This design comes from an exercise in tuning for small area, a short achievable clock period and few clock cycles per item on the open sky130 flow, not from production work. In this exercise RTL edits were held to simulation tests only and were not proved equivalent to the original.

// loop_slot_unit
module loop_slot_unit (
    input  wire        clk,
    input  wire        rst,
    input  wire        in_valid,
    output wire        in_ready,
    input  wire [2:0]  typ,
    input  wire [3:0]  fmt,
    input  wire        lim_src,
    input  wire [7:0]  signs,
    input  wire        hold,
    input  wire        start,
    input  wire [31:0] a,
    input  wire [31:0] b,
    input  wire [31:0] c,
    input  wire [31:0] d,
    input  wire [31:0] p0,
    input  wire [31:0] p1,
    input  wire [31:0] p2,
    input  wire [31:0] p3,
    input  wire [31:0] p4,
    input  wire [31:0] p5,
    input  wire [15:0] p6,
    input  wire [31:0] st_out,
    input  wire [31:0] st_i,
    input  wire [7:0]  gov_gap,
    input  wire [7:0]  gov_win,
    output reg         out_valid,
    output reg  [31:0] out,
    output reg  [31:0] aux,
    output reg  [5:0]  flags
);
Size in the first run: roughly 8,800 cells after synthesis, roughly 510 I/O pins, about 0.083 mm^2 of cells after synthesis.
clock: 44.0 ns
lec_check: 0
cap_margin: 10
cell_pad_in_sites_detail_placement: 2
cell_pad_in_sites_global_placement: 2
core_margin: 2
core_utilization: 25
cts_cluster_diameter: 120
cts_cluster_size: 24
slew_margin: 10
synth_hierarchical: 1
synth_minimum_keep_size: 0
standard.sh (not shown) runs the stock make flow with config.mk's settings and CLKGATE_MAP_FILE= SYNTH_SCRIPT=/design/flow/synth_recipe.tcl, a recipe that flattens the netlist after the stock synthesis.
==> flow/flow/run.sh <==
#!/bin/bash
# The standard layout (the standard.sh: standard synthesis, floorplan, placement,
# CTS, routing) with these changes to how it is made; the constraints
# (constraint.sdc) are the design's:
# - the buffers ABC put in the synthesized netlist are removed at floorplan, and the
#   placement's repair buffers the nets again as it needs;
# - every port still gets a buffer, but the smallest one (buf_1) to start with;
# - ORFS's timing repair is asked to keep 34.5 ns of setup slack at the design's
#   44 ns clock, so that it sizes and buffers every path longer than 9.5 ns
#   (including those port buffers), with gate cloning off and sizing free to
#   change a cell's footprint.
# make's full output goes to standard.log here; ORFS keeps each step's log under orfs/logs.
set -euo pipefail
bash standard.sh SETUP_SLACK_MARGIN=34.5 SKIP_GATE_CLONING=1 MATCH_CELL_FOOTPRINT=0 \
    REMOVE_ABC_BUFFERS=1 "BUFFER_PORTS_ARGS=-buffer_cell sky130_fd_sc_hd__buf_1" finish > standard.log 2>&1
The starting point finished with timing, DRC and antenna clean.
Testbench counts at the start, summed over its fixed seeds: cycles 37,310, items 32,000.
Edit:
--- a/flow/flow/run.sh
+++ b/flow/flow/run.sh
@@ -3,6 +3,4 @@
 # CTS, routing) with these changes to how it is made; the constraints
 # (constraint.sdc) are the design's:
-# - the buffers ABC put in the synthesized netlist are removed at floorplan, and the
-#   placement's repair buffers the nets again as it needs;
 # - every port still gets a buffer, but the smallest one (buf_1) to start with;
 # - ORFS's timing repair is asked to keep 34.5 ns of setup slack at the design's
@@ -13,3 +11,3 @@
 set -euo pipefail
 bash standard.sh SETUP_SLACK_MARGIN=34.5 SKIP_GATE_CLONING=1 MATCH_CELL_FOOTPRINT=0 \
-    REMOVE_ABC_BUFFERS=1 "BUFFER_PORTS_ARGS=-buffer_cell sky130_fd_sc_hd__buf_1" finish > standard.log 2>&1
+    "BUFFER_PORTS_ARGS=-buffer_cell sky130_fd_sc_hd__buf_1" finish > standard.log 2>&1
Settings changed: CTS_CLUSTER_DIAMETER 120 to 100, CTS_CLUSTER_SIZE 24 to 30.
Outcome:
- cell count hardly moves
- design area is about the same
- critical path depth does not change
- global-route usage barely changes
- routed wire length rose by 0.36%
- clock skew stays flat


== the previous run ==
loop_slot_unit, a different RTL version from the one above (not shown whole).
Size in the first run: ~510 I/O pins, about 85,000 um^2 of cells after synthesis.
Settings: LEC_CHECK=0, CAP_MARGIN=20, CELL_PAD_IN_SITES_DETAIL_PLACEMENT=2, CELL_PAD_IN_SITES_GLOBAL_PLACEMENT=2, CORE_MARGIN=2, CORE_UTILIZATION=25, CTS_CLUSTER_DIAMETER=120, CTS_CLUSTER_SIZE=24, SLEW_MARGIN=20, SYNTH_HIERARCHICAL=1, SYNTH_MINIMUM_KEEP_SIZE=0; clock period 44.0 ns.
==> flow/flow/run.sh <==
#!/bin/bash
set -euo pipefail
bash standard.sh SETUP_SLACK_MARGIN=34.5 SKIP_GATE_CLONING=1 MATCH_CELL_FOOTPRINT=0 finish > standard.log 2>&1
Testbench counts of the previous run, summed over its fixed seeds: cycles 37,310, items 32,000.
Changes in the current run relative to the previous run:
- clearing CTS_CLUSTER_SIZE, which used to be 24
- clearing CTS_CLUSTER_DIAMETER, which used to be 120
[summary]
The current run finished all stages; the layout is clean.
Area: the current run vs the previous run -> the current run larger
In the tables for the current run and the previous run, global-route wire length before repair reads lower with the previous run.
Clock-cell share of area: higher on the current run
The current run drops more vias than the previous run.
On fill cell instance count of the final layout, the current run and the previous run are neck and neck.
Where total wirelength of the detailed-routed design is concerned, the previous run is better than the current run.
Between the current run and the previous run, growth of design area from synthesis to finish is lower for the previous run, the current run comes in above that.
[compare] base=the previous run new=the current run: final standard cell utilization of the core picked up an extra 0.53 points, count of buffers not belonging to the clock network in the layout neither gained nor lost much.

==> what the ideal ports hide <==
How much do the figures lean on ideal ports? The routed layouts below were timed once more, with nothing changed but the port constraints. Step 1 assumes that a clkbuf_16 drives the clock port and a buf_2 every other input. Step 2 also shifts input and output timing later by t, the mid clock arrival at the registers, as if the neighbouring blocks saw the same clock. Three values: ideal ports, drivers, drivers and shift; two values: the first two.
run	t, ns	slack for setup (ns)	worst hold slack (ns)	worst setup path after step 2
the first run of note 1	0.934	33.862 / 33.749 / 33.998	0.334 / 0.334 / 0.334	input to register
the second run of note 1	0.891	33.907 / 33.806 / 33.996	0.306 / 0.306 / 0.306	input to register
the previous run	0.905	33.856 / 33.750 / 33.172	0.335 / 0.335 / 0.335	input to register
the current run	0.977	33.805 / 33.698 / 33.087	0.329 / 0.329 / 0.329	input to register
After both steps every run listed still meets setup and hold. For the current run, which loses most, drivers alone change the setup slack by -0.107 ns; drivers and shift together by -0.718 ns.
